Source: an optimization exercise on an open RTL-to-GDS flow (aim: small area, a short achievable clock period and few clock cycles per item). Production flows keep margins and buffers that such runs may drop. The RTL was checked by simulation tests, not by an equivalence proof against the original design.

Setup of run 1:
## skim_pixel
module skim_pixel (
    input  wire        clk,
    input  wire        rst,           
    input  wire        in_valid,
    output reg         in_ready,
    input  wire [13:0] in_code,       
    input  wire        in_ovr,        
    input  wire [15:0] in_tapm_ofs,   
    input  wire [15:0] in_tapm_gain,  
    input  wire [15:0] in_dark,       
    input  wire [15:0] in_gain,       
    input  wire        in_dead,       
    input  wire        in_bypass,     
    input  wire        in_last,       
    output reg         out_valid,
    input  wire        out_ready,
    output reg  [15:0] out_pix,
    output reg         out_sat,       
    output reg         out_dead,      
    output reg         out_nsat,      
    output reg         out_last
);
    reg        p0_v;
    reg [13:0] p0_code;
    reg [15:0] p0_ofs_n;              
    reg        p0_ovr;
    reg [15:0] p0_tg;
    reg [15:0] p0_dark_n;             
    reg [15:0] p0_gain;
    reg        p0_dead;
    reg        p0_last;
    wire adv1;                        
    wire adv0 = !p0_v || adv1;        
    always @(posedge clk) begin
        if (rst)
            p0_v <= 1'b0;
        else if (adv0)
            p0_v <= in_valid;
        if (adv0) begin
            p0_code  <= in_code;
            p0_ofs_n <= ~in_tapm_ofs;
            p0_ovr  <= in_ovr;
            p0_tg   <= in_tapm_gain;
            p0_dark_n <= in_bypass ? 16'hFFFF : ~in_dark;
            p0_gain <= in_bypass ? 16'h4000 : in_gain;
            p0_dead <= !in_bypass && (in_dead || in_gain == 16'd0);
            p0_last <= in_last;
        end
    end
    wire t_d_1 = 1'b0 & p0_ofs_n[0];
    wire t_d_2 = 1'b0 ^ p0_ofs_n[0];
    wire t_d_3 = 1'b0 & p0_ofs_n[1];
    wire t_d_4 = 1'b0 ^ p0_ofs_n[1];
    wire t_d_5 = p0_code[0] & p0_ofs_n[2];
  ...
==> flow/config.mk <==
export PLATFORM = sky130hd
export DESIGN_NAME = skim_pixel
export DESIGN_NICKNAME = skim_pixel
export VERILOG_FILES = /design/flow/design.v
export SDC_FILE = /design/flow/constraint.sdc
export NUM_CORES = 4
export LEC_CHECK = 0
export CAP_MARGIN = 20
export CORE_MARGIN = 2
export CORE_UTILIZATION = 40
export GPL_TIMING_DRIVEN = 0
export SLEW_MARGIN = 20
export SYNTH_HIERARCHICAL = 1
==> flow/constraint.sdc <==
create_clock -name core_clock -period 60.0 [get_ports {clk}]
set_input_delay 12.0000 -clock core_clock [delete_from_list [all_inputs] [get_ports {clk}]]
set_output_delay 12.0000 -clock core_clock [all_outputs]
set_load 0.01 [all_outputs]
standard.sh (not shown) runs the stock make flow with config.mk's settings and CLKGATE_MAP_FILE= SYNTH_SCRIPT=/design/flow/synth_recipe.tcl, a recipe that flattens the netlist after the stock synthesis.
==> flow/flow/run.sh <==
#!/bin/bash
# The standard layout (standard synthesis included), with timing repair
# aiming at a 13 ns period instead of leaving the clock's 47 ns of slack unused,
# and small, fast port buffers. Each step's full output goes to ORFS's own logs
# under orfs/logs; make's output goes to standard.log.
set -euo pipefail
bash standard.sh SETUP_SLACK_MARGIN=47 "BUFFER_PORTS_ARGS=-buffer_cell sky130_fd_sc_hd__buf_1" finish > standard.log 2>&1
Run 1: flow completed, timing, DRC and antenna clean
Testbench counts of run 1, summed over its fixed seeds: cycles 32,733, items 30,720.
diff inputs: run 1 => run 2
- clearing GPL_TIMING_DRIVEN, which used to be 0
### Flow results
Run 2 vs. run 1: non-clock buffer count now smaller, final design instance area without fill went down 1.3%, synthesized cell count barely changed, number of standard cells in the final layout excluding fillers now sits lower. NOTE: total of clock buffers placed in the layout in run 2 falls short of that of run 1. Re setup TNS: no difference whatsoever between run 2 and run 1. In the tables for run 1 and run 2, total routing usage reported by global routing reads lower with run 2. Comparing run 1 and run 2, sequential share of layout area is lower on run 1.
### run 2 -> run 3
- a change of SLEW_MARGIN from 20 to 0
- a change of CAP_MARGIN from 20 to 0
Findings:
The flow did not stop early for run 3: all stages ran, and the layout cleared the timing, design-rule and antenna checks.
Between run 3 and run 2, the multi-input combinational area share figures differ only marginally.
Count of cell instances traversed by the critical path essentially unchanged between run 3 and run 2.
On flip-flop and latch count, run 3 and run 2 are neck and neck.
Taking run 2 as the reference, in run 3 end-of-flow core utilization level, layout-stage area growth over the synthesis result level, sequential share of layout area level, slack of the critical path moved down.
There was hardly any difference in total detailed-routing wirelength between run 2 and run 3.

skim_pixel, a different RTL version from the one above (not shown whole).
Size in the first run: about 25000 um2 of cells after synthesis.
clock: 60.0 ns
lec_check: 0
cap_margin: 20
core_margin: 2
core_utilization: 40
slew_margin: 20
synth_hierarchical: 1
==> flow/flow/run.sh <==
#!/bin/bash
# The standard layout (standard synthesis included), with timing repair
# aiming at a 13 ns period instead of leaving the clock's 47 ns of slack unused,
# and faster port buffers. Each step's full output goes to ORFS's own logs
# under orfs/logs; make's output goes to standard.log.
set -euo pipefail
bash standard.sh SETUP_SLACK_MARGIN=47 "BUFFER_PORTS_ARGS=-buffer_cell sky130_fd_sc_hd__buf_1" finish > standard.log 2>&1
The baseline completed without violations.
Testbench counts at the start, summed over its fixed seeds: cycles 32,733, items 30,720.
Then changed:
--- a/flow/flow/run.sh
+++ b/flow/flow/run.sh
@@ -6,2 +6,2 @@
 set -euo pipefail
-bash standard.sh SETUP_SLACK_MARGIN=47 "BUFFER_PORTS_ARGS=-buffer_cell sky130_fd_sc_hd__buf_1" finish > standard.log 2>&1
+bash standard.sh SETUP_SLACK_MARGIN=47 "BUFFER_PORTS_ARGS=-buffer_cell sky130_fd_sc_hd__buf_2" finish > standard.log 2>&1
CORE_UTILIZATION = 60   (was 40)
Maximum frequency hardly moves.
Setup slack loses 15 ps.
Utilization came out higher by 21 points.
Sequential share of layout area came out higher by 0.16 points.
First-iteration DRC count came out higher by 7.3%.
Cell area came out lower by 0.82%.
Via count hardly moves.
Worst hold slack loses 5.8 ps.
Then changed:
--- a/flow/flow/run.sh
+++ b/flow/flow/run.sh
@@ -6,2 +6,2 @@
 set -euo pipefail
-bash standard.sh SETUP_SLACK_MARGIN=47 "BUFFER_PORTS_ARGS=-buffer_cell sky130_fd_sc_hd__buf_2" finish > standard.log 2>&1
+bash standard.sh SETUP_SLACK_MARGIN=47 "BUFFER_PORTS_ARGS=-buffer_cell sky130_fd_sc_hd__buf_1" finish > standard.log 2>&1
CORE_UTILIZATION = 40   (was 60)
CTS_CLUSTER_SIZE = 40   (was unset)
What happened: Wire length went up by 4.7%; cell area climbs by 0.82%; register-to-register slack is about the same.
Then changed:
--- a/flow/flow/run.sh
+++ b/flow/flow/run.sh
@@ -6,2 +6,2 @@
 set -euo pipefail
-bash standard.sh SETUP_SLACK_MARGIN=47 "BUFFER_PORTS_ARGS=-buffer_cell sky130_fd_sc_hd__buf_1" finish > standard.log 2>&1
+bash standard.sh SETUP_SLACK_MARGIN=47 "BUFFER_PORTS_ARGS=-buffer_cell sky130_fd_sc_hd__buf_2" finish > standard.log 2>&1
CTS_BUF_LIST = sky130_fd_sc_hd__clkbuf_8   (was unset)
CTS_CLUSTER_SIZE = unset   (was 40)
What happened: Synthesized cell count is unchanged; clock-buffer cell count does not change; hold slack is about the same; wire length went up by about 0.3%; worst setup slack degrades by 120 ps; die area does not change; cell area barely changes; fmax decreases by about 0.9%; global-route usage rises by 0.16 points.

skim_pixel again, from the RTL that the note above started with.
## skim_pixel
module skim_pixel (
    input  wire        clk,
    input  wire        rst,           
    input  wire        in_valid,
    output reg         in_ready,
    input  wire [13:0] in_code,       
    input  wire        in_ovr,        
    input  wire [15:0] in_tapm_ofs,   
    input  wire [15:0] in_tapm_gain,  
    input  wire [15:0] in_dark,       
    input  wire [15:0] in_gain,       
    input  wire        in_dead,       
    input  wire        in_bypass,     
    input  wire        in_last,       
    output reg         out_valid,
    input  wire        out_ready,
    output reg  [15:0] out_pix,
    output reg         out_sat,       
    output reg         out_dead,      
    output reg         out_nsat,      
    output reg         out_last
);
clock: 60.0 ns
lec_check: 0
cap_margin: 20
core_margin: 2
core_utilization: 40
cts_cluster_size: 80
slew_margin: 20
synth_hierarchical: 1
==> flow/flow/run.sh <==
#!/bin/bash
# The standard layout (standard synthesis included), with timing repair
# aiming at a 13 ns period instead of leaving the clock's 47 ns of slack unused,
# and faster port buffers. Each step's full output goes to ORFS's own logs
# under orfs/logs; make's output goes to standard.log.
set -euo pipefail
bash standard.sh SETUP_SLACK_MARGIN=47 "BUFFER_PORTS_ARGS=-buffer_cell sky130_fd_sc_hd__buf_1" finish > standard.log 2>&1
The starting point ran to the end with no violations.
Testbench counts at the start, summed over its fixed seeds: cycles 32,733, items 30,720.
Edit:
--- a/flow/flow/run.sh
+++ b/flow/flow/run.sh
@@ -5,3 +5,3 @@
 # under orfs/logs; make's output goes to standard.log.
 set -euo pipefail
-bash standard.sh SETUP_SLACK_MARGIN=47 "BUFFER_PORTS_ARGS=-buffer_cell sky130_fd_sc_hd__buf_1" finish > standard.log 2>&1
+bash standard.sh SETUP_SLACK_MARGIN=47 "BUFFER_PORTS_ARGS=-buffer_cell sky130_fd_sc_hd__buf_2" finish > standard.log 2>&1
- CTS_CLUSTER_SIZE: 80 -> unset
Outcome: The new run produced a clean layout. Maximum frequency stays flat. Synthesized area does not change. Critical path depth stays the same. Count of clock-buffer cells in the layout rose by 2. Final area went up by 0.44%. Hold slack got worse by 5.6 ps. Worst setup slack degrades by 3.7 ps. Routed wire length stays flat. Utilization grows by 0.19 points. Sequential share of layout area is about the same.

skim_pixel with an RTL version that a note above also has.
For scale: about 2400 cells after synthesis, ~180 flip-flops, ~25000 sq um of cells after synthesis.
Design skim_pixel, start of the top module:
module skim_pixel (
    input  wire        clk,
    input  wire        rst,           
    input  wire        in_valid,
    output reg         in_ready,
    input  wire [13:0] in_code,       
    input  wire        in_ovr,        
    input  wire [15:0] in_tapm_ofs,   
    input  wire [15:0] in_tapm_gain,  
    input  wire [15:0] in_dark,       
    input  wire [15:0] in_gain,       
    input  wire        in_dead,       
    input  wire        in_bypass,     
    input  wire        in_last,       
    output reg         out_valid,
    input  wire        out_ready,
    output reg  [15:0] out_pix,
    output reg         out_sat,       
    output reg         out_dead,      
    output reg         out_nsat,      
    output reg         out_last
);
    reg        p0_v;
    reg [13:0] p0_code;
    reg [15:0] p0_ofs_n;              
    reg        p0_ovr;
    reg [15:0] p0_tg;
    reg [15:0] p0_dark_n;             
    reg [15:0] p0_gain;
    reg        p0_dead;
    reg        p0_last;
    wire adv1;                        
    wire adv0 = !p0_v || adv1;        
    always @(posedge clk) begin
        if (rst)
            p0_v <= 1'b0;
        else if (adv0)
            p0_v <= in_valid;
        if (adv0) begin
            p0_code  <= in_code;
            p0_ofs_n <= ~in_tapm_ofs;
            p0_ovr  <= in_ovr;
            p0_tg   <= in_tapm_gain;
            p0_dark_n <= in_bypass ? 16'hFFFF : ~in_dark;
            p0_gain <= in_bypass ? 16'h4000 : in_gain;
            p0_dead <= !in_bypass && (in_dead || in_gain == 16'd0);
            p0_last <= in_last;
        end
    end
    wire t_d_1 = 1'b0 & p0_ofs_n[0];
    wire t_d_2 = 1'b0 ^ p0_ofs_n[0];
    wire t_d_3 = 1'b0 & p0_ofs_n[1];
    wire t_d_4 = 1'b0 ^ p0_ofs_n[1];
    wire t_d_5 = p0_code[0] & p0_ofs_n[2];
    wire t_d_6 = p0_code[0] ^ p0_ofs_n[2];
    wire t_d_7 = p0_code[1] & p0_ofs_n[3];
    wire t_d_8 = p0_code[1] ^ p0_ofs_n[3];
    wire t_d_9 = p0_code[2] & p0_ofs_n[4];
  ...
export LEC_CHECK = 0
export CAP_MARGIN = 20
export CORE_MARGIN = 2
export CORE_UTILIZATION = 40
export CTS_CLUSTER_DIAMETER = 400
export CTS_CLUSTER_SIZE = 100
export SLEW_MARGIN = 20
export SYNTH_HIERARCHICAL = 1
create_clock -name core_clock -period 60.0 [get_ports {clk}]
==> flow/flow/run.sh <==
#!/bin/bash
# The standard layout (standard synthesis included), with timing repair
# aiming at a 13 ns period instead of leaving the clock's 47 ns of slack unused,
# and small, fast port buffers. Each step's full output goes to ORFS's own logs
# under orfs/logs; make's output goes to standard.log.
set -euo pipefail
bash standard.sh SETUP_SLACK_MARGIN=47 "BUFFER_PORTS_ARGS=-buffer_cell sky130_fd_sc_hd__buf_1" finish > standard.log 2>&1
The starting point passed the timing, design-rule and antenna checks.
Testbench counts at the start, summed over its fixed seeds: cycles 32,733, items 30,720.
Change:
Settings changed: CTS_CLUSTER_DIAMETER 400 to default, CTS_CLUSTER_SIZE 100 to default, PLACE_DENSITY from default to 0.8.
Effect: Die area stays the same. Worst hold slack hardly moves. Worst setup slack gets better by 0.012 ns. Final cell count barely changes. Cell area is about the same.

[what the ideal ports hide]
The results above use ideal ports. As a check the final layouts listed here were re-extracted and re-timed, cells and wires unchanged. Step 1, drivers: a clkbuf_16 drives clk and a buf_2 each remaining input, both assumed. Step 2 moves the port delays by t, midway between the first and last clock arrival at a register: inputs arrive t later, outputs are due t later. That takes back most of the time a late clock gives input paths. Slacks: ideal / step 1 / step 2; pairs: ideal / step 1.
| run | t, ns | setup WS [ns] | worst hold slack (ns) | slew at the worst register clock pin (ns) | pins driven straight from the clock port |
|---|---|---|---|---|---|
| run 1 | 0.545 | 46.855 / 46.797 / 46.567 | 0.418 / 0.418 / 0.418 | 0.09 / 0.09 | 1 |
| run 2 | 0.553 | 46.853 / 46.798 / 46.668 | 0.421 / 0.421 / 0.421 | 0.09 / 0.09 | 1 |
| run 3 | 0.554 | 46.838 / 46.783 / 46.666 | 0.421 / 0.421 / 0.421 | 0.09 / 0.09 | 1 |
| the first run of note 2 | 0.555 | 46.878 / 46.822 / 46.716 | 0.427 / 0.427 / 0.427 | 0.10 / 0.10 | 1 |
| the second run of note 2 | 0.518 | 46.864 / 46.807 / 46.687 | 0.421 / 0.421 / 0.421 | 0.08 / 0.08 | 1 |
| the third run of note 2 | 0.555 | 46.878 / 46.822 / 46.716 | 0.427 / 0.427 / 0.427 | 0.10 / 0.10 | 1 |
| the fourth run of note 2 | 0.617 | 46.762 / 46.708 / 46.752 | 0.430 / 0.430 / 0.430 | 0.12 / 0.12 | 1 |
| the first run of note 3 | 0.555 | 46.878 / 46.822 / 46.716 | 0.427 / 0.427 / 0.427 | 0.10 / 0.10 | 1 |
| the second run of note 3 | 0.542 | 46.875 / 46.818 / 46.745 | 0.422 / 0.422 / 0.422 | 0.09 / 0.09 | 1 |
| the first run of note 4 | 0.553 | 46.853 / 46.798 / 46.668 | 0.421 / 0.421 / 0.421 | 0.09 / 0.09 | 1 |
| the second run of note 4 | 0.541 | 46.865 / 46.812 / 46.564 | 0.422 / 0.422 / 0.422 | 0.09 / 0.09 | 1 |
After both steps setup and hold are still met in every run listed. The setup slack of the second run of note 4, which loses most, moves by -0.053 ns with the drivers and by -0.301 ns with both steps.
